Background: an optimization exercise with open tools, aiming at small area and a short achievable clock period. Do not read the settings as production practice. Function was checked by simulation only, so behaviour that the tests miss may differ from the original.

[design/flow/config.mk]
export PLATFORM = sky130hd
export DESIGN_NAME = tim_domains
export DESIGN_NICKNAME = tim_domains
export VERILOG_FILES = /design/flow/design.v
export SDC_FILE = /design/flow/constraint.sdc
export NUM_CORES = 4
export LEC_CHECK = 0
export CAP_MARGIN = 20
export CORE_MARGIN = 2
export CORE_UTILIZATION = 40
export CTS_CLUSTER_DIAMETER = 70
export CTS_CLUSTER_SIZE = 35
export PLACE_DENSITY = 0.75
export SLEW_MARGIN = 20
[design/flow/constraint.sdc]
create_clock -name core_clock -period 45.0 [get_ports {clk}]
set_input_delay 9.0000 -clock core_clock [delete_from_list [all_inputs] [get_ports {clk}]]
set_output_delay 9.0000 -clock core_clock [all_outputs]
set_load 0.01 [all_outputs]
[design/flow/design.v]
module tim_domain (
    input  wire        clk,
    input  wire        rst,           
    input  wire        w_time,        
    input  wire [47:0] x_sec,
    input  wire [29:0] x_ns,
    input  wire        w_load,        
    input  wire        w_pstep,       
    input  wire        w_slew,        
    input  wire [29:0] x_slew_hi,
    input  wire        w_slew_lo0,    
    input  wire        w_rate,
    input  wire [24:0] x_rate,
    input  wire        w_valid,
    input  wire        x_valid,
    input  wire        w_hold,
    input  wire        x_hold,
    input  wire        w_pend,
    input  wire        x_pend_set,
    input  wire [77:0] x_pend_data,
    input  wire        w_thr,
    input  wire [26:0] x_thr,
    input  wire        w_sstep,
    input  wire [22:0] x_sstep,
    input  wire        w_steps,
    input  wire        w_href,
    input  wire [31:0] x_cnt_a,       
    input  wire        w_jref,
    input  wire [31:0] x_cnt_b,       
    output reg  [47:0] sec,
    output reg  [29:0] ns,
    output reg  [31:0] frac,
    output reg  [24:0] rate,          
    output reg         valid,
    output reg         hold,
    output reg  [61:0] slew,
    output reg  [31:0] steps,
    output reg  [31:0] jumps_refused,
    output reg  [31:0] hold_refused,
    output reg  [26:0] thr125,        
    output reg         pend_set,
    output reg  [77:0] pend_data,
    output wire [61:0] slew_a,        
    output wire        slew_a_lnz,    
    output wire [31:0] adv_frac,      
    output wire [1:0]  adv_e,         
    output wire [31:0] p2_frac,       
    output wire [31:0] p2_r,          
    output wire [23:0] slew_ceil,     
    output wire        slew_nz
);
    reg  [22:0] sstep;
    wire [23:0] s_full = {sstep, 1'b0};
    wire [23:0] sl_lo;
    wire        sl_ge;                                   
    td_add #(.W(24), .ARCH(1)) u_slo (.a(slew[23:0]), .b(~s_full), .ci(1'b1), .s(sl_lo), .co(sl_ge));
    wire        sl_hz = (slew[61:24] == 38'd0);
    wire        sl_lt = sl_hz && !sl_ge;                 
    reg  [37:0] sl_hi;
    reg         bw;
    integer     i;
    always @* begin
        bw = !sl_ge;
        for (i = 0; i < 38; i = i + 1) begin
            sl_hi[i] = slew[24 + i] ^ bw;
            bw       = bw & !slew[24 + i];
        end
    end
    assign slew_a = sl_lt ? 62'd0 : {sl_hi, sl_lo};
    assign slew_a_lnz = slew_a[31:0] != 32'd0;
    wire [23:0] absorb = sl_lt ? slew[23:0] : s_full;
    wire [33:0] f_x = {2'b00, frac};
    wire [33:0] f_y = {{9{rate[24]}}, rate};
    wire [33:0] f_z = ~{10'd0, absorb};
    wire [33:0] f_s = f_x ^ f_y ^ f_z;
    wire [33:0] f_c = {(f_x[32:0] & f_y[32:0]) | (f_x[32:0] & f_z[32:0]) | (f_y[32:0] & f_z[32:0]), 1'b1};
    wire [33:0] f;
    td_add #(.W(34), .ARCH(1)) u_f (.a(f_s), .b(f_c), .ci(1'b0), .s(f), .co());
    assign adv_frac = f[31:0];
    assign adv_e    = 2'd2 + f[33:32];
    wire [2:0]  ns_lo = {1'b0, ns[1:0]} + {1'b0, adv_e};
    wire        wrap  = ns_lo[2] && (ns[29:2] == 28'd249999999);
    reg  [27:0] ns_up;
    reg  [47:0] sec_up;
    reg         cy1, cy2;
    integer     i1, i2;
    always @* begin
        cy1 = ns_lo[2];
        for (i1 = 0; i1 < 28; i1 = i1 + 1) begin
            ns_up[i1] = ns[2 + i1] ^ cy1;
            cy1       = cy1 & ns[2 + i1];
        end
    end
    always @* begin
        cy2 = wrap;
        for (i2 = 0; i2 < 48; i2 = i2 + 1) begin
            sec_up[i2] = sec[i2] ^ cy2;
            cy2        = cy2 & sec[i2];
        end
    end
    wire [29:0] adv_ns = wrap ? {28'd0, ns_lo[1:0]} : {ns_up, ns_lo[1:0]};
    wire        p2_nb;                                    
    td_add #(.W(32), .ARCH(1)) u_p2 (.a(f[31:0]), .b(~slew_a[31:0]), .ci(1'b1), .s(p2_frac), .co(p2_nb));
    wire        bl    = !sl_lt && (slew[31:24] == 8'd0) && !sl_ge;
    wire [31:0] nh    = ~{2'b00, slew[61:32]};
    wire [2:0]  r_add = 3'd3 + {f[33], f[33:32]} + {2'd0, bl} - {2'd0, !p2_nb};
    wire [3:0]  r_lo  = {1'b0, nh[2:0]} + {1'b0, r_add};
    reg  [28:0] nh_up;
    reg         cy3;
    integer     i3;
    always @* begin
        cy3 = 1'b1;
        for (i3 = 0; i3 < 29; i3 = i3 + 1) begin
            nh_up[i3] = nh[3 + i3] ^ cy3;
            cy3       = cy3 & nh[3 + i3];
        end
    end
    assign p2_r = {r_lo[3] ? nh_up : nh[31:3], r_lo[2:0]};
    reg  [23:0] ceil_up;
    reg         cy4;
    integer     i4;
    always @* begin
        cy4 = slew[37:0] != 38'd0;
        for (i4 = 0; i4 < 24; i4 = i4 + 1) begin
            ceil_up[i4] = slew[38 + i4] ^ cy4;
            cy4         = cy4 & slew[38 + i4];
        end
    end
    assign slew_ceil = ceil_up;
    assign slew_nz   = slew != 62'd0;
    always @(posedge clk) begin
        if (w_time) begin
            sec <= x_sec;
            ns  <= x_ns;
        end else begin
            sec <= sec_up;
            ns  <= adv_ns;
        end
        frac        <= w_load ? 32'd0 : w_pstep ? p2_frac : adv_frac;
        slew[61:32] <= w_slew ? x_slew_hi : slew_a[61:32];
        slew[31:0]  <= w_slew_lo0 ? 32'd0 : slew_a[31:0];
        if (w_rate)  rate          <= x_rate;
        if (w_valid) valid         <= x_valid;
        if (w_hold)  hold          <= x_hold;
        if (w_steps) steps         <= x_cnt_a;
        if (w_href)  hold_refused  <= x_cnt_a;
        if (w_jref)  jumps_refused <= x_cnt_b;
        if (w_thr)   thr125        <= x_thr;
        if (w_sstep) sstep         <= x_sstep;
    end
    always @(posedge clk) begin
        if (w_pend && !rst) begin
            pend_set  <= x_pend_set;
            pend_data <= x_pend_data;
        end
    end
endmodule
module td_add #(
    parameter W    = 8,
    parameter ARCH = 1
) (
    input  wire [W-1:0] a,
    input  wire [W-1:0] b,
    input  wire         ci,
    output wire [W-1:0] s,
    output wire         co
);
    generate
        if (ARCH == 2) begin : g_tool
            assign {co, s} = {1'b0, a} + {1'b0, b} + {{W{1'b0}}, ci};
        end else if (ARCH == 0) begin : g_ripple
            reg [W-1:0] sr;
            reg         c;
            integer     i;
            always @* begin
                c = ci;
                for (i = 0; i < W; i = i + 1) begin
                    sr[i] = a[i] ^ b[i] ^ c;
                    c     = (a[i] & b[i]) | (c & (a[i] ^ b[i]));
                end
            end
            assign s  = sr;
            assign co = c;
        end else begin : g_bk
            reg [W-1:0] gg, pp, p0;
            integer     l, i;
            always @* begin
                p0 = a ^ b;
                gg = a & b;
                pp = p0;
                gg[0] = gg[0] | (pp[0] & ci);
                for (l = 0; (1 << l) < W; l = l + 1)
                    for (i = 0; i < W; i = i + 1)
                        if (((i + 1) % (1 << (l + 1))) == 0) begin
                            gg[i] = gg[i] | (pp[i] & gg[i - (1 << l)]);
                            pp[i] = pp[i] & pp[i - (1 << l)];
                        end
                for (l = 20; l >= 0; l = l - 1)
                    if ((2 << l) < W)
                        for (i = 0; i < W; i = i + 1)
                            if (i >= (2 << l) && ((i + 1) % (2 << l)) == (1 << l)) begin
                                gg[i] = gg[i] | (pp[i] & gg[i - (1 << l)]);
                                pp[i] = pp[i] & pp[i - (1 << l)];
                            end
            end
            assign s  = p0 ^ {gg[W-2:0], ci};
            assign co = gg[W-1];
        end
    endgenerate
endmodule
module tim_domains (
    input  wire        clk,
    input  wire        rst,             
    input  wire        cmd_valid,
    input  wire [2:0]  cmd_op,
    input  wire        cmd_dom,
    input  wire [77:0] cmd_data,
    input  wire        rd_dom,
    output wire [47:0] rd_sec,
    output wire [29:0] rd_ns,
    output wire [31:0] rd_frac,
    output wire [31:0] rd_rate,
    output wire        rd_valid,
    output wire        rd_holdover,
    output wire        rd_slewing,
    output wire [23:0] rd_slew_left,    
    output wire [31:0] rd_steps,
    output wire [31:0] rd_jumps_refused,
    output wire [31:0] rd_hold_refused
);
    localparam [2:0] OP_RATE   = 3'd0;
    localparam [2:0] OP_ADJ    = 3'd1;
    localparam [2:0] OP_SET    = 3'd2;
    localparam [2:0] OP_RESUME = 3'd3;
    localparam [2:0] OP_FORCE  = 3'd4;
    localparam [2:0] OP_THRESH = 3'd5;
    localparam [2:0] OP_SLEW   = 3'd6;
    localparam [31:0] RATE_MIN    = -32'sd8589935;
    localparam [30:0] RATE_MIN_LO = RATE_MIN[30:0];
    wire [47:0] sec   [0:1];
    wire [29:0] ns    [0:1];
    wire [31:0] frac  [0:1];
    wire [24:0] rate  [0:1];
    wire        valid [0:1];
    wire        hold  [0:1];
    wire [61:0] slew  [0:1];
    wire [31:0] steps [0:1];
    wire [31:0] jref  [0:1];
    wire [31:0] href  [0:1];
    wire [26:0] thr   [0:1];
    wire        pset  [0:1];
    wire [77:0] pdata [0:1];
    wire [61:0] slewa [0:1];
    wire        lnz   [0:1];
    wire [1:0]  ae    [0:1];
    wire [31:0] pr    [0:1];
    wire [23:0] sceil [0:1];
    wire        snz   [0:1];
    wire        w_time, w_load, w_pstep, w_slew, w_rate, w_valid, w_hold, w_pend;
    wire        w_thr, w_sstep, w_steps, w_jref, w_href;
    wire [47:0] x_sec;
    wire [29:0] x_ns;
    wire        x_slew_zero;
    wire [29:0] x_slew_hi;
    wire        x_valid;
    wire [24:0] x_rate;
    wire        x_hold;
    wire [26:0] x_thr;
    wire [22:0] x_sstep;
    wire [31:0] x_cnt_a, x_cnt_b;
    genvar d;
    generate
        for (d = 0; d < 2; d = d + 1) begin : dom
            wire hit = cmd_valid && (cmd_dom == d);
            tim_domain u_dom (
                .clk           (clk),
                .rst           (rst),
                .w_time        (rst || (hit && w_time)),
                .x_sec         (x_sec),
                .x_ns          (x_ns),
                .w_load        (rst || (hit && w_load)),
                .w_pstep       (hit && w_pstep),
                .w_slew        (rst || (hit && w_slew)),
                .x_slew_hi     (x_slew_hi),
                .w_slew_lo0    (rst || (hit && w_slew && x_slew_zero)),
                .w_rate        (rst || (hit && w_rate)),
                .x_rate        (x_rate),
                .w_valid       (rst || (hit && w_valid)),
                .x_valid       (x_valid),
                .w_hold        (rst || (hit && w_hold)),
                .x_hold        (x_hold),
                .w_pend        (hit && w_pend),
                .x_pend_set    (cmd_op == OP_SET),
                .x_pend_data   (cmd_data),
                .w_thr         (rst || (hit && w_thr)),
                .x_thr         (x_thr),
                .w_sstep       (rst || (hit && w_sstep)),
                .x_sstep       (x_sstep),
                .w_steps       (rst || (hit && w_steps)),
                .w_href        (rst || (hit && w_href)),
                .x_cnt_a       (x_cnt_a),
                .w_jref        (rst || (hit && w_jref)),
                .x_cnt_b       (x_cnt_b),
                .sec           (sec[d]),
                .ns            (ns[d]),
                .frac          (frac[d]),
                .rate          (rate[d]),
                .valid         (valid[d]),
                .hold          (hold[d]),
                .slew          (slew[d]),
                .steps         (steps[d]),
                .jumps_refused (jref[d]),
                .hold_refused  (href[d]),
                .thr125        (thr[d]),
                .pend_set      (pset[d]),
                .pend_data     (pdata[d]),
                .slew_a        (slewa[d]),
                .slew_a_lnz    (lnz[d]),
                .adv_frac      (),
                .adv_e         (ae[d]),
                .p2_frac       (),
                .p2_r          (pr[d]),
                .slew_ceil     (sceil[d]),
                .slew_nz       (snz[d])
            );
        end
    endgenerate
    wire        c       = cmd_dom;
    wire [47:0] sec_c   = sec[c];
    wire [29:0] ns_c    = ns[c];
    wire        valid_c = valid[c];
    wire        hold_c  = hold[c];
    wire [29:0] thr_c   = {thr[c], 3'd0};
    wire        pset_c  = pset[c];
    wire [77:0] pdata_c = pdata[c];
    wire [29:0] H       = slewa[c][61:32];
    wire        Lnz     = lnz[c];
    wire is_rate  = cmd_op == OP_RATE;
    wire is_adj   = cmd_op == OP_ADJ;
    wire is_set   = cmd_op == OP_SET;
    wire is_res   = cmd_op == OP_RESUME;
    wire is_force = cmd_op == OP_FORCE;
    wire is_thr   = cmd_op == OP_THRESH;
    wire is_slew  = cmd_op == OP_SLEW;
    wire is_jump  = is_adj || is_set;
    wire [47:0] set_sec = cmd_data[77:30];
    wire [29:0] set_ns  = cmd_data[29:0];
    wire [48:0] dsec;
    td_add #(.W(49), .ARCH(1)) u_dsec (.a({1'b0, set_sec}), .b(~{1'b0, sec_c}), .ci(1'b1), .s(dsec), .co());
    wire near = ((dsec[48:2] == 47'd0) && (dsec[1:0] != 2'd3)) ||
                ((dsec[48:2] == {47{1'b1}}) && dsec[1]);
    wire [2:0]  dsl = set_sec[2:0] - sec_c[2:0];
    reg  [34:0] kd;
    always @* begin
        case (dsl)
            3'd1:    kd = 35'd1000000000;
            3'd2:    kd = 35'd2000000000;
            3'd7:    kd = -35'sd1000000000;
            3'd6:    kd = -35'sd2000000000;
            default: kd = 35'd0;
        endcase
    end
    wire [32:0] ds_x = {3'd0, set_ns};
    wire [32:0] ds_y = ~{3'd0, ns_c};
    wire [32:0] ds_k = kd[32:0];
    wire [32:0] ds_s = ds_x ^ ds_y ^ ds_k;
    wire [32:0] ds_c = {(ds_x[31:0] & ds_y[31:0]) | (ds_x[31:0] & ds_k[31:0]) | (ds_y[31:0] & ds_k[31:0]), 1'b1};
    wire [32:0] dset;
    td_add #(.W(33), .ARCH(1)) u_dset (.a(ds_s), .b(ds_c), .ci(1'b0), .s(dset), .co());
    wire [32:0] delta = is_set ? dset : {cmd_data[31], cmd_data[31:0]};
    wire        d_neg = delta[32];
    wire        d_big = delta[32:30] != 3'd0;        
    wire        c1lo;
    td_add #(.W(30), .ARCH(1)) u_c1 (.a(delta[29:0]), .b(~thr_c), .ci(1'b0), .s(), .co(c1lo));
    wire        c1 = !d_neg && (d_big || c1lo);
    wire [29:0] hd;
    wire        hd_ge;                                
    td_add #(.W(30), .ARCH(1)) u_hd (.a(H), .b(~delta[29:0]), .ci(1'b1), .s(hd), .co(hd_ge));
    wire        stepcase = !d_neg && (d_big || !hd_ge);
    wire [32:0] c2_x = delta;
    wire [32:0] c2_y = {3'd0, thr_c};
    wire [32:0] c2_z = ~{3'd0, H};
    wire [32:0] c2_s = c2_x ^ c2_y ^ c2_z;
    wire [32:0] c2_c = {(c2_x[31:0] & c2_y[31:0]) | (c2_x[31:0] & c2_z[31:0]) | (c2_y[31:0] & c2_z[31:0]), !Lnz};
    wire [32:0] c2r;
    td_add #(.W(33), .ARCH(1)) u_c2 (.a(c2_s), .b(c2_c), .ci(1'b0), .s(c2r), .co());
    wire refuse   = (is_set && !near) || c1 || (d_neg && c2r[32]);
    wire jump_ok  = is_jump && valid_c && !hold_c && !refuse;
    wire jump_ref = is_jump && valid_c && !hold_c && refuse;
    wire forcing  = is_force && hold_c;
    wire fadj     = forcing && !pset_c;
    wire fset     = forcing && pset_c;
    wire load0    = is_set && !valid_c;
    wire [32:0] s_x = is_set ? 33'd0 : {3'd0, ns_c};
    wire [32:0] s_y = is_force ? {pdata_c[31], pdata_c[31:0]} :
                      is_set   ? {3'd0, set_ns} :
                                 {cmd_data[31], cmd_data[31:0]};
    wire [32:0] s_z = is_force ? {31'd0, ae[c]} : {pr[c][31], pr[c]};
    wire [32:0] s_s = s_x ^ s_y ^ s_z;
    wire [32:0] s_c = {(s_x[31:0] & s_y[31:0]) | (s_x[31:0] & s_z[31:0]) | (s_y[31:0] & s_z[31:0]), 1'b0};
    wire [32:0] s;
    td_add #(.W(33), .ARCH(1)) u_s (.a(s_s), .b(s_c), .ci(1'b0), .s(s), .co());
    function ge_c(input [32:0] x, input [32:0] cst);
        integer n;
        begin
            ge_c = 1'b1;
            for (n = 0; n < 33; n = n + 1)
                ge_c = cst[n] ? (x[n] & ge_c) : (x[n] | ge_c);
        end
    endfunction
    wire [32:0] s_u  = {~s[32], s[31:0]};
    wire ge_p3 = ge_c(s_u, 33'd3000000000 ^ (33'd1 << 32));
    wire ge_p2 = ge_c(s_u, 33'd2000000000 ^ (33'd1 << 32));
    wire ge_p1 = ge_c(s_u, 33'd1000000000 ^ (33'd1 << 32));
    wire ge_0  = !s[32];
    wire ge_m1 = ge_c(s_u, (-33'sd1000000000) ^ (33'd1 << 32));
    wire ge_m2 = ge_c(s_u, (-33'sd2000000000) ^ (33'd1 << 32));
    reg  [3:0]  k;
    always @* begin
        if      (ge_p3) k = 4'd3;
        else if (ge_p2) k = 4'd2;
        else if (ge_p1) k = 4'd1;
        else if (ge_0)  k = 4'd0;
        else if (ge_m1) k = 4'd15;
        else if (ge_m2) k = 4'd14;
        else            k = 4'd13;
    end
    reg  [29:0] kns;
    always @* begin
        case (k)
            4'd3:    kns = 30'h0d2fa200;   
            4'd2:    kns = 30'h08ca6c00;
            4'd1:    kns = 30'h04653600;
            4'd15:   kns = 30'h3b9aca00;
            4'd14:   kns = 30'h37359400;
            4'd13:   kns = 30'h32d05e00;
            default: kns = 30'd0;
        endcase
    end
    wire [29:0] st_ns;
    td_add #(.W(30), .ARCH(1)) u_stns (.a(s[29:0]), .b(kns), .ci(1'b0), .s(st_ns), .co());
    wire [3:0]  kk    = k + (is_set ? dsec[3:0] : 4'd0);
    wire [4:0]  sl5   = {2'b00, sec_c[2:0]} + {kk[3], kk};
    wire        up1   = !sl5[4] && sl5[3];
    wire        dn1   = sl5[4];
    reg  [44:0] sec_hi;
    reg         ao, az;
    integer     j1;
    always @* begin
        ao = up1;
        az = dn1;
        for (j1 = 0; j1 < 45; j1 = j1 + 1) begin
            sec_hi[j1] = sec_c[3 + j1] ^ (ao | az);
            ao         = ao & sec_c[3 + j1];
            az         = az & !sec_c[3 + j1];
        end
    end
    wire [47:0] st_sec = {sec_hi, sl5[2:0]};
    wire        loading = load0 || fset;
    wire [77:0] ld      = fset ? pdata_c : cmd_data;
    assign w_time  = loading || fadj || (jump_ok && stepcase);
    assign w_load  = loading;
    assign w_pstep = jump_ok && stepcase;
    assign x_sec   = {48{!rst}} & (loading ? ld[77:30] : st_sec);
    assign x_ns    = {30{!rst}} & (loading ? ld[29:0]  : st_ns);
    assign w_slew      = jump_ok || fset;
    assign x_slew_zero = fset || stepcase;
    assign x_slew_hi   = {30{!(x_slew_zero || rst)}} & hd;
    wire [31:0] rate_in = cmd_data[31:0];
    wire rate_hi = !rate_in[31] && ge_c({2'd0, rate_in[30:0]}, 33'd8589936);
    wire rate_lo =  rate_in[31] && !ge_c({2'd0, rate_in[30:0]}, {2'd0, RATE_MIN_LO});
    assign w_rate = is_rate && !hold_c;
    assign x_rate = {25{!rst}} & (rate_hi ? 25'd8589935 : rate_lo ? -25'sd8589935 : rate_in[24:0]);
    assign w_valid = load0;
    assign x_valid = !rst;
    assign w_hold  = jump_ref || is_res || is_force;
    assign x_hold  = jump_ref && !rst;
    assign w_pend  = jump_ref;
    wire [19:0] thr_in  = (cmd_data[19:0] == 20'd0) ? 20'd1 : cmd_data[19:0];
    assign w_thr   = is_thr;
    wire [26:0] thr125 = {thr_in, 7'd0} - {5'd0, thr_in, 2'd0} + {7'd0, thr_in};     
    assign x_thr   = ({27{!rst}} & thr125) | ({27{rst}} & 27'd125000);             
    wire [11:0] ppm_in  = cmd_data[11:0];
    wire [9:0]  ppm_eff = (ppm_in == 12'd0) ? 10'd1 : (ppm_in > 12'd1000) ? 10'd1000 : ppm_in[9:0];
    assign w_sstep = is_slew;
    wire [22:0] sstep_in = ppm_eff * 23'd4295;
    assign x_sstep = ({23{!rst}} & sstep_in) | ({23{rst}} & 23'd859000);           
    wire inc_href  = hold_c && (is_rate || (is_jump && valid_c));
    wire inc_steps = load0 || forcing || (jump_ok && stepcase);
    wire [31:0] cnt_a = (hold_c && !is_force) ? href[c] : steps[c];
    wire [31:0] cnt_b = jref[c];
    wire [31:0] inc_a, inc_b;
    wire        full_a, full_b;
    td_add #(.W(32), .ARCH(1)) u_cnta (.a(cnt_a), .b(32'd0), .ci(1'b1), .s(inc_a), .co(full_a));
    td_add #(.W(32), .ARCH(1)) u_cntb (.a(cnt_b), .b(32'd0), .ci(1'b1), .s(inc_b), .co(full_b));
    assign x_cnt_a = {32{!rst}} & (full_a ? cnt_a : inc_a);
    assign x_cnt_b = {32{!rst}} & (full_b ? cnt_b : inc_b);
    assign w_steps = inc_steps;
    assign w_jref  = jump_ref;
    assign w_href  = inc_href;
    assign rd_sec           = sec[rd_dom];
    assign rd_ns            = ns[rd_dom];
    assign rd_frac          = frac[rd_dom];
    assign rd_rate          = {{7{rate[rd_dom][24]}}, rate[rd_dom]};
    assign rd_valid         = valid[rd_dom];
    assign rd_holdover      = hold[rd_dom];
    assign rd_slewing       = snz[rd_dom];
    assign rd_slew_left     = sceil[rd_dom];
    assign rd_steps         = steps[rd_dom];
    assign rd_jumps_refused = jref[rd_dom];
    assign rd_hold_refused  = href[rd_dom];
endmodule
[design/flow/flow/run.sh]
#!/bin/bash
# The standard layout (standard.sh, all steps, its own synthesis), with
# two changes:
# - the buffer that ORFS puts on every input and output port is a plain
#   sky130_fd_sc_hd__buf_2 rather than the cell buffer_ports picks by itself
#   (a clkdlybuf4s50_1 delay buffer, 0.5 ns on every port);
# - ORFS's timing repair aims for SETUP_SLACK_MARGIN ns of setup slack on
#   the worst path (TNS_END_PERCENT 0: the worst path only), so that it also
#   shortens the paths that set the achieved period.
# The clock, its period and all constraints are the standard flow's, unchanged. make's
# output goes to standard.log, each tool's to orfs/logs/.
set -euo pipefail
bash standard.sh "BUFFER_PORTS_ARGS=-buffer_cell sky130_fd_sc_hd__buf_2" \
    SETUP_SLACK_MARGIN=26 TNS_END_PERCENT=0 finish > standard.log 2>&1
[design/flow/standard.sh]
#!/bin/bash
# synth_recipe.tcl (not shown) runs the flow's synth.tcl, then flattens the netlist and writes it again
# the make line also repeats each setting of config.mk as NAME=value (left out here)
make -C /OpenROAD-flow-scripts/flow DESIGN_CONFIG=/design/flow/config.mk WORK_HOME=/design/flow/orfs CLKGATE_MAP_FILE= SYNTH_SCRIPT=/design/flow/synth_recipe.tcl "${@:-finish}"
==> results of run 1 <==
flip-flops by register name, indices dropped and copies added, names as in the netlist:
name / count
dom.u_dom.frac: 64
dom.u_dom.pend_data: 156
dom.u_dom.thr125: 54
dom.u_dom.rate: 50
dom.u_dom.sstep: 46
dom.u_dom.jumps_refused: 64
dom.u_dom.sec: 96
dom.u_dom.slew: 124
dom.u_dom.ns: 60
dom.u_dom.steps: 64
dom.u_dom.pend_set: 2
dom.u_dom.hold_refused: 64
dom.u_dom.hold: 2
dom.u_dom.valid: 2
worst min-delay path: stages (launching register included):
cell and delay (ns):
dfxtp_1 0.34, xnor2_1 0.15, o32ai_1 0.07
final cells by class:
type / count / area, um2 / share of cell area (%)
multi-input cells: 5147 / 45300 / 57.1
flip-flops and latches: 848 / 22000 / 27.7
inverters: 836 / 3160 / 3.98
repair buffers: 475 / 3130 / 3.94
well taps: 2340 / 2930 / 3.69
clock buffers: 84 / 2030 / 2.55
clock inverters: 56 / 783 / 0.986
diodes: 19 / 47.5 / 0.0599
kinds of logic (layout without fill, tap and decap cells):
group	Yosys count	count (layout)
and+or+nand+nor	1715	1715
AOI/OAI and AO/OA	1374	1374
adders and majority gates	1271	1271
buffers and inverters	1150	1451
DFF	848	848
muxes	529	529
xor gates and xnor gates	258	258
other	0	19
through the flow:
stage / cells / setup WS [ns] / area (um2) / hold slack, ns
6_report: 9805 / 25.83 / 79400 / 0.593
3_5_place_dp: 9595 / 24.14 / 75100 / 0.584
4_1_cts: 9752 / 25.82 / 78600 / 0.597
5_1_grt: 9798 / 25.71 / 79400 / 0.643
2_1_floorplan: 7145 / 25.38 / 71100 / 0.464
3_3_place_gp: 9595 / 24.23 / 75100 / 0.578
timing repair:
action	4_1_cts	5_1_grt
hold buffers	0	0
cloned	10	4
buffers inserted	7	29
pin swaps	21	70
resized for setup	90	110
setup endpoints to repair	487	466
metal layers:
layer,up-vias,wire length (um),GRT usage [%]
li1,25800,-,-
met1,27800,93400,32.3
met3,583,18500,4.03
met2,2522,108000,40.8
met5,-,89,0
met4,14,15600,15.4
Yosys cell counts, types with 39 or more instances:
| cell | n | area share, % |
|---|---|---|
| nand3_1 | 206 | 1.5 |
| nor2b_1 | 52 | 0.46 |
| o21ai_0 | 294 | 2.1 |
| inv_1 | 831 | 4.4 |
| nand2b_1 | 68 | 0.60 |
| and2_1 | 41 | 0.36 |
| mux2_2 | 299 | 4.8 |
| xor2_1 | 111 | 1.4 |
| buf_2 | 45 | 0.32 |
| o32ai_1 | 39 | 0.48 |
| clkbuf_1 | 214 | 1.1 |
| edfxtp_1 | 504 | 21 |
| fa_1 | 334 | 9.4 |
| nand2_1 | 398 | 2.1 |
| nand4_1 | 71 | 0.63 |
| o22ai_1 | 49 | 0.43 |
| nor3_1 | 105 | 0.74 |
| a21o_1 | 151 | 1.6 |
| mux2i_1 | 181 | 2.6 |
| a21oi_1 | 299 | 2.1 |
| xnor2_1 | 146 | 1.8 |
| nor4_1 | 69 | 0.61 |
| ha_1 | 937 | 17 |
| nor2_1 | 526 | 2.8 |
| and3_1 | 45 | 0.40 |
| a211oi_1 | 161 | 1.7 |
| o21a_1 | 75 | 0.79 |
| dfxtp_1 | 344 | 9.7 |
final timing paths:
check / start / end / slack [ns] / cells after the start
min reg2reg: dom[1].u_dom.sec[47]$_DFF_P_ / dom[1].u_dom.sec[47]$_DFF_P_ / 0.59 / 2
min: dom[1].u_dom.sec[47]$_DFF_P_ / dom[1].u_dom.sec[47]$_DFF_P_ / 0.59 / 2
max reg2reg: dom[0].u_dom.sstep[1]$_DFFE_PP_ / dom[0].u_dom.sec[28]$_DFF_P_ / 26.50 / 83
max: rd_dom / rd_ns[6] / 25.83 / 4
==> flow_metrics.tcl, run 1 <==
set metrics [dict create \
    start_util_pct 40.2 \
    routed_wl_mm 236 \
    cts_made_buffers 75 \
    synth_top_family_by_area "adder cells" \
    synth_mux_area_share_pct 8.75 \
    netlist_area_um2 70800 \
    drt_drc_violations_left 0 \
    fp-row-count 154 \
    layout-drive-gt1-share_pct 16.4 \
    post_drt_wl_per_cell_um 24.0 \
    htree_num_levels 3 \
    synth_compound_area_share_pct 12.8 \
    fillerInstances 16400 \
    yosysWarningCount 8 \
    period_share_pct 42.6 \
    grt_use_total_pct 25.5 \
    criticalPathCategory "in2out" \
    syn-mean-instance-area_um2 9.92 \
    tightest_slew_ns 1.31 \
    slowest_delay_ns 0.48 \
    first_pass_iters 7 \
    cpMaxStageDelayCell "mux2_2" \
    synth_edf_count 504 \
    grt_max_degree 109 \
    utilization_pct 45.1 \
    cts.path.max_buffers 3 \
    ant_nets 0 \
    relSlewSlack_pct 12.3 \
    cts_root_buffer "clkbuf_16" \
    rsz0062_at_grt "yes" \
    core_um2 176000 \
    worstSkewPairLatency_ns 0.72 \
    drtIter0Drc 5197 \
    dieArea_um2 181000 \
    die_w_um 425 \
    grt_pass1_vias 56700 \
    arrival_ns 10.17 \
    finalSetupViolCount 0 \
    overflow 0 \
    worst-path-buf-inv 3 \
    clk_pin_slew_ns 0.08 \
    path_delay_family "buffers and inverters" \
    synthFlopType "edfxtp_1" \
    vias 56700 \
    globalplace.congestion 1.04 \
    grt_pass1_wl_mm 350 \
    syn_nets 8502 \
    ys_seq_area_share_pct 31.1 \
    cp-end-kind "output pin" \
    synth_cells 7145 \
    die_y_um 425 \
    numPortBuffers 350 \
    ys_ff_latch 848 \
    syn_to_final_growth_pct 12.1 \
    synthSimpleGateAreaFrac_pct 11.8 \
    final_cell_mix "ha_1, inv_1, nor2_1" \
    fmax_mhz 52.2 \
    vias_per_cell 5.79 \
    start_kind "input pin" \
    synth_cell_type_count 113 \
    synth_xor_xnor_area_share_pct 3.21 \
    maxCapViolations 0 \
    final_net_count 8740 \
    drv_slew 0 \
    crit_fanout 17 \
    dp_hpwl_mm 177 \
    tns_ns 0 \
    path_cells "buf_16 -> buf_16 -> mux2_2 -> buf_2" \
    antenna_found_initial 34 \
    status "complete, no violations" \
    final_common_cell "ha_1" \
    cts_tree "yes" \
    worst_clock_skew_ns 0.0427 \
    async_flop_share_pct 0 \
    hp-class "reg2reg" \
    io_pins 351 \
    layout_min_cycle_time_ns 19.17 \
    cpMostUsedCell "buf_16" \
    hold_violations 0 \
    critPathRequiredTime_ns 36.00 \
    clock_sink_count 848 \
    synth_fa_ha_area_share_pct 26.0 \
]
==> inputs of run 2 (changes only) <==
==> design/flow/flow/run.sh (replaced) <==
#!/bin/bash
# The standard layout (standard.sh, all steps, its own synthesis), with
# two changes:
# - the buffer that ORFS puts on every input and output port is a plain
#   sky130_fd_sc_hd__buf_1 rather than the cell buffer_ports picks by itself
#   (a clkdlybuf4s50_1 delay buffer, 0.5 ns on every port);
# - ORFS's timing repair aims for SETUP_SLACK_MARGIN ns of setup slack on
#   the worst path (TNS_END_PERCENT 0: the worst path only), so that it also
#   shortens the paths that set the achieved period.
# The clock, its period and all constraints are the standard flow's, unchanged. make's
# output goes to standard.log, each tool's to orfs/logs/.
set -euo pipefail
bash standard.sh "BUFFER_PORTS_ARGS=-buffer_cell sky130_fd_sc_hd__buf_1" \
    SETUP_SLACK_MARGIN=26 TNS_END_PERCENT=0 finish > standard.log 2>&1
--- a/design/flow/config.mk
+++ b/design/flow/config.mk
@@ -8,7 +8,4 @@
 export CAP_MARGIN = 20
 export CORE_MARGIN = 2
 export CORE_UTILIZATION = 40
-export CTS_CLUSTER_DIAMETER = 70
-export CTS_CLUSTER_SIZE = 35
-export PLACE_DENSITY = 0.75
 export SLEW_MARGIN = 20
==> run 2 against run 1 <==
Still clean on timing, DRC and antenna. Synthesized cell count is the same. First-iteration DRC count shrank 24%. Core utilization grew 0.63 points. Highest routed layer unchanged.
==> flow_metrics.tcl, run 2 <==
set metrics [dict create \
    status "complete, no violations" \
    async_flop_share_pct 0 \
    synth_cells 7145 \
    fmax_mhz 52.2 \
    ys_ff_latch 848 \
    synth_most_common_cell "ha_1" \
    placed_cell_area_um2 74800 \
    dp_slack_ns 23.82 \
    drt_drc_violations_left 0 \
    drtIter0Drc 3969 \
    layout-drive-gt1-share_pct 13.4 \
    path_cells "clkbuf_16 -> buf_16 -> buf_12 -> buf_12 -> mux2_2 -> buf_1" \
    yosysTopAreaCellShare_pct 21.4 \
    netlist_area_um2 70800 \
    die_y_um 425 \
    drv_slew 0 \
    hold_violations 0 \
    ant_nets 0 \
    fin_cells 9898 \
    cp-end-kind "output pin" \
    first_pass_iters 5 \
    synth_edf_count 504 \
    hp-class "reg2reg" \
    synthFlopType "edfxtp_1" \
    dp_cells 9616 \
    grt_pass1_wl_mm 348 \
    final_area_um2 80500 \
    post_drt_wl_per_cell_um 24.0 \
    cpMaxStageDelayCell "mux2_2" \
    criticalPathCategory "in2out" \
    grt_pass1_vias 55700 \
    dp_hpwl_mm 178 \
    vias 55900 \
    relSlewSlack_pct 23.4 \
    core_um2 176000 \
    yosysWarningCount 8 \
    top_regs "dom.u_dom.pend_data: 156 flops, dom.u_dom.slew: 124 flops, dom.u_dom.sec: 96 flops" \
    clk_pin_slew_ns 0.06 \
    cts_made_buffers 101 \
    synth_top_area_cell "edfxtp_1" \
    cts.path.max_buffers 3 \
    cts_tree "yes" \
    final_common_cell "ha_1" \
    io_pins 351 \
    dieArea_um2 181000 \
    tns_ns 0 \
    min-delay-start "dom[0].u_dom.slew[0]$_SDFF_PP0_" \
    setup_ws_ns 25.85 \
    worstSkewPairLatency_ns 0.76 \
    vias_per_cell 5.65 \
    arrival_ns 10.15 \
    crit_fanout 7 \
    tightest_slew_ns 1.15 \
    clock_sink_count 848 \
    critPathRequiredTime_ns 36.00 \
    crit_start "rd_dom" \
    final_cell_mix "ha_1, inv_1, nor2_1" \
    grt_max_degree 113 \
    syn_nets 8502 \
    start_kind "input pin" \
    cts_root_buffer "clkbuf_16" \
    hold_buffers 0 \
    start_util_pct 40.2 \
    layout_min_cycle_time_ns 19.15 \
    syn-mean-instance-area_um2 9.92 \
    rsz0062_at_grt "yes" \
    period_share_pct 42.6 \
    synth_area_leaders "edfxtp_1, ha_1, dfxtp_1, fa_1, mux2_2" \
    die_w_um 425 \
    yosys-top-cells-count "ha_1, inv_1, nor2_1" \
    overflow 0 \
    worst_hold_slack_ns 0.551 \
    htree_num_levels 3 \
    maxCapViolations 0 \
    finalSetupViolCount 0 \
    largest_reg_flops 156 \
    slowest_delay_ns 0.35 \
    worst_clock_skew_ns 0.0374 \
    regMostFlops "dom.u_dom.pend_data" \
    numPortBuffers 350 \
    syn_to_final_growth_pct 13.7 \
    grt_use_total_pct 25.4 \
    globalplace.congestion 0.972 \
    antenna_found_initial 26 \
    ys_seq_area_share_pct 31.1 \
    synth_cell_type_count 113 \
    fp-row-count 154 \
    cpMostUsedCell "buf_12" \
    r2r-start "dom[0].u_dom.sstep[1]$_DFFE_PP_" \
    routed_wl_mm 237 \
    final_net_count 8819 \
]
-- run 2: logic make-up (layout without fill, tap and decap cells) --
group	count (synthesis)	count (layout)	share of synthesized area (%)
buffers and inverters	1150	1550	6.38
other	0	11	0
and+or+nand+nor	1715	1715	11.8
adders and majority gates	1271	1271	26.0
xor gates and xnor gates	258	258	3.21
AOI/OAI and AO/OA	1374	1376	12.8
muxes	529	529	8.75
DFF	848	848	31.1
-- run 2: worst paths after layout --
check | slack, ns | cells after the start | endpoint
setup / recovery | 25.85 | 6 | rd_ns[20]
hold / removal | 0.55 | 2 | dom[0].u_dom.slew[0]$_SDFF_PP0_
setup reg to reg | 26.59 | 91 | dom[0].u_dom.ns[29]$_DFF_P_
hold reg to reg | 0.55 | 2 | dom[0].u_dom.slew[0]$_SDFF_PP0_
-- run 2: what timing repair did --
item,4_1_cts,5_1_grt
gates cloned,14,10
gates resized for setup,89,229
pin swaps,20,89
endpoints found under the setup margin,628,378
setup buffers,19,40
-- run 2: final cells by class --
cell class                 count  area, um2
fill                       16800      95600
multi-input combinational   5149      45700
sequential                   848      22000
timing repair buffer         526       3350
inverter                     836       3150
tap                         2340       2930
clock buffer                 128       2720
clock inverter                60        642
antenna                       11       27.5
-- run 2: metal layers --
metal	wire, um	global-route usage, %	vias up
li1	-	-	26000
met1	99900	32.9	27600
met2	111000	41.8	1817
met3	14400	3.80	471
met4	11200	11.5	34
met5	232	0	-
-- run 2: stage by stage --
| stage | utilization, % |
|---|---|
| 2_1_floorplan | - |
| 3_3_place_gp | 42.5 |
| 3_5_place_dp | 42.5 |
| 4_1_cts | 44.9 |
| 5_1_grt | 45.7 |
| 6_report | 45.7 |
-- run 2: critical path: cells and delay by family --
family | cells | cell delay (ns)
mux | 1 | 0.35
buf+inv | 5 | 0.76
==> inputs of run 3 (changes only) <==
--- a/design/flow/config.mk
+++ b/design/flow/config.mk
@@ -8,4 +8,5 @@
 export CAP_MARGIN = 20
 export CORE_MARGIN = 2
 export CORE_UTILIZATION = 40
+export PLACE_DENSITY = 0.75
 export SLEW_MARGIN = 20
==> run 3 against run 2 <==
Routed wire length increased by 1.0%. Still clean on timing, DRC and antenna. Sequential cell count unchanged. Fmax decreased by 0.14%.
==> flow_metrics.tcl, run 3 <==
set metrics [dict create \
    maxCapViolations 0 \
    r2r-end "dom[1].u_dom.ns[29]$_DFF_P_" \
    worst_clock_skew_ns 0.0388 \
    final_cell_mix "ha_1, inv_1, nor2_1" \
    tns_ns 0 \
    dp_cells 9613 \
    layout-drive-gt1-share_pct 12.5 \
    syn-mean-instance-area_um2 9.92 \
    yosysWarningCount 8 \
    final_net_count 8802 \
    yosysTopAreaCellShare_pct 21.4 \
    drv_slew 0 \
    synth_cells 7145 \
    layout_min_cycle_time_ns 19.18 \
    vias 57100 \
    synthFlopType "edfxtp_1" \
    yosys-top-cells-count "ha_1, inv_1, nor2_1" \
    relSlewSlack_pct 20.9 \
    dieArea_um2 181000 \
    grt_max_degree 108 \
    synth_edf_count 504 \
    synth_cell_type_count 113 \
    cts_made_buffers 97 \
    synth_area_leaders "edfxtp_1, ha_1, dfxtp_1, fa_1, mux2_2" \
    met1_length_mm 94.1 \
    hp-class "reg2reg" \
    routed_wl_mm 240 \
    met3_length_mm 18.2 \
    crit_fanout 8 \
    worstSkewPairLatency_ns 0.76 \
    cts.path.max_buffers 3 \
    ff2ff_path_depth 89 \
    criticalPathCategory "in2out" \
    globalplace.congestion 1.01 \
    netlist_area_um2 70800 \
    die_y_um 425 \
    final_common_cell "ha_1" \
    die_w_um 425 \
    io_pins 351 \
    top_regs "dom.u_dom.pend_data: 156 flops, dom.u_dom.slew: 124 flops, dom.u_dom.sec: 96 flops" \
    hold_violations 0 \
    drt_drc_violations_left 0 \
    synth_most_common_cell "ha_1" \
    start_util_pct 40.2 \
    r2r-start "dom[1].u_dom.sstep[1]$_DFFE_PP_" \
    fillerInstances 16300 \
    htree_num_levels 3 \
    ys_seq_area_share_pct 31.1 \
    fp-row-count 154 \
    cp-end-kind "output pin" \
    rsz0062_at_grt "yes" \
    hold_depth 3 \
    cts_tree "yes" \
    period_share_pct 42.6 \
    fin_cells 9879 \
    numPortBuffers 350 \
    largest_reg_flops 156 \
    fmax_mhz 52.1 \
    dr_wl_met2_mm 111 \
    grt_use_total_pct 25.5 \
    vias_per_cell 5.78 \
    syn_to_final_growth_pct 13.2 \
    core_um2 176000 \
    drtIter0Drc 4986 \
    async_flop_share_pct 0 \
    finalSetupViolCount 0 \
    routed.top_layer "met5" \
    ys_ff_latch 848 \
    clk_pin_slew_ns 0.06 \
    ant_nets 0 \
    syn_nets 8502 \
    post_drt_wl_per_cell_um 24.2 \
    dp_hpwl_mm 178 \
    synth_top_area_cell "edfxtp_1" \
    antenna_found_initial 33 \
    arrival_ns 10.18 \
    critPathRequiredTime_ns 36.00 \
    min_to "dom[0].u_dom.slew[27]$_SDFF_PP0_" \
    first_pass_iters 6 \
    regToRegSetupSlack_ns 26.49 \
    clock_sink_count 848 \
    overflow 0 \
    regMostFlops "dom.u_dom.pend_data" \
    min-delay-start "dom[0].u_dom.slew[27]$_SDFF_PP0_" \
    status "complete, no violations" \
    grt_pass1_wl_mm 352 \
    cts_root_buffer "clkbuf_16" \
    grt_pass1_vias 57300 \
    tightest_slew_ns 1.18 \
    start_kind "input pin" \
]
run 3: per-stage QoR:
step                setup slack, ns  hold slack [ns]  util (%)  cell area [um2]
CTS                           25.80            0.611      45.0            79200
global placement              24.01            0.586      42.5            74800
floorplan                     25.38            0.464         -            71100
finish                        25.82            0.613      45.6            80200
global route                  25.66            0.648      45.6            80200
detailed placement            23.85            0.603      42.5            74800
run 3: worst max-delay path by stage:
stage	from	endpoint	cells after the start
2_1_floorplan	cmd_dom	dom[0].u_dom.pend_data[0]$_DFFE_PP_	46
3_3_place_gp	rd_dom	rd_slew_left[23]	5
3_5_place_dp	dom[0].u_dom.sstep[1]$_DFFE_PP_	dom[1].u_dom.ns[29]$_DFF_P_	87
4_1_cts	rd_dom	rd_valid	5
5_1_grt	dom[1].u_dom.sstep[1]$_DFFE_PP_	dom[1].u_dom.ns[29]$_DFF_P_	91
6_report	rd_dom	rd_ns[0]	5
run 3: cells by family (layout without fill, tap and decap cells):
family,after synthesis,after routing,synth area share [%]
buffers and inverters,1150,1533,6.38
multiplexers,529,529,8.75
AO/OA/AOI/OAI,1374,1374,12.8
XOR/XNOR,258,258,3.21
other,0,11,0
adder cells (fa/ha/maj),1271,1271,26.0
AND/OR/NAND/NOR,1715,1715,11.8
flip-flops,848,848,31.1
run 3: per-layer routing:
metal | global-route usage [%] | vias to the layer above
met4 | 14.7 | 26
li1 | - | 26000
met3 | 4.62 | 625
met5 | 0 | -
met1 | 31.5 | 28000
met2 | 41.7 | 2509
run 3: what timing repair did:
item / in CTS / in global routing
setup endpoints to repair: 560 / 553
resized for setup: 128 / 116
buffers inserted: 20 / 25
hold buffers: 0 / 0
cloned: 14 / 14
pin swaps: 28 / 71
run 3: layout make-up:
class                      instances  area, um2  share of cell area (%)
inverter                         836       3150                    3.93
multi-input combinational       5147      45500                    56.7
antenna                           11       27.5                  0.0343
tap                             2340       2930                    3.65
clock inverter                    57        673                   0.839
sequential                       848      22000                    27.4
timing repair buffer             515       3300                    4.11
clock buffer                     125       2640                    3.29
run 3: critical path, stage by stage:
cell       delay, ns
clkbuf_16       0.19
buf_16          0.20
buf_16          0.22
mux2_4          0.40
buf_1           0.16

## afterwards: timing with drivers on the ports
Ports are ideal in the flow. The routed layouts listed here were re-timed in OpenROAD. Step 1, drivers: a clkbuf_16 drives clk and a buf_2 each remaining input, both assumed. Step 2 adds t to the input delays and takes it off the output delays; t is the mean of the earliest and latest rising clock arrival at the registers after step 1. Input paths then give back, and output paths get back, about the clock's delay inside the block. Slacks: no drivers / after step 1 / after step 2; pairs: no drivers / after step 1.
| run | t, ns | setup WS [ns] | worst setup path at the end | slew at the worst register clock pin (ns) | worst data-port slew with drivers (ns) |
|---|---|---|---|---|---|
| run 1 | 0.782 | 25.834 / 25.622 / 25.291 | input to register | 0.10 / 0.10 | 0.22 |
| run 2 | 0.829 | 25.847 / 25.684 / 25.455 | input to register | 0.07 / 0.07 | 0.21 |
| run 3 | 0.822 | 25.820 / 25.619 / 25.326 | input to register | 0.07 / 0.07 | 0.23 |
After both steps setup and hold are still met in every run listed. The setup slack of run 1, which loses most, moves by -0.212 ns with the drivers and by -0.543 ns with both steps.
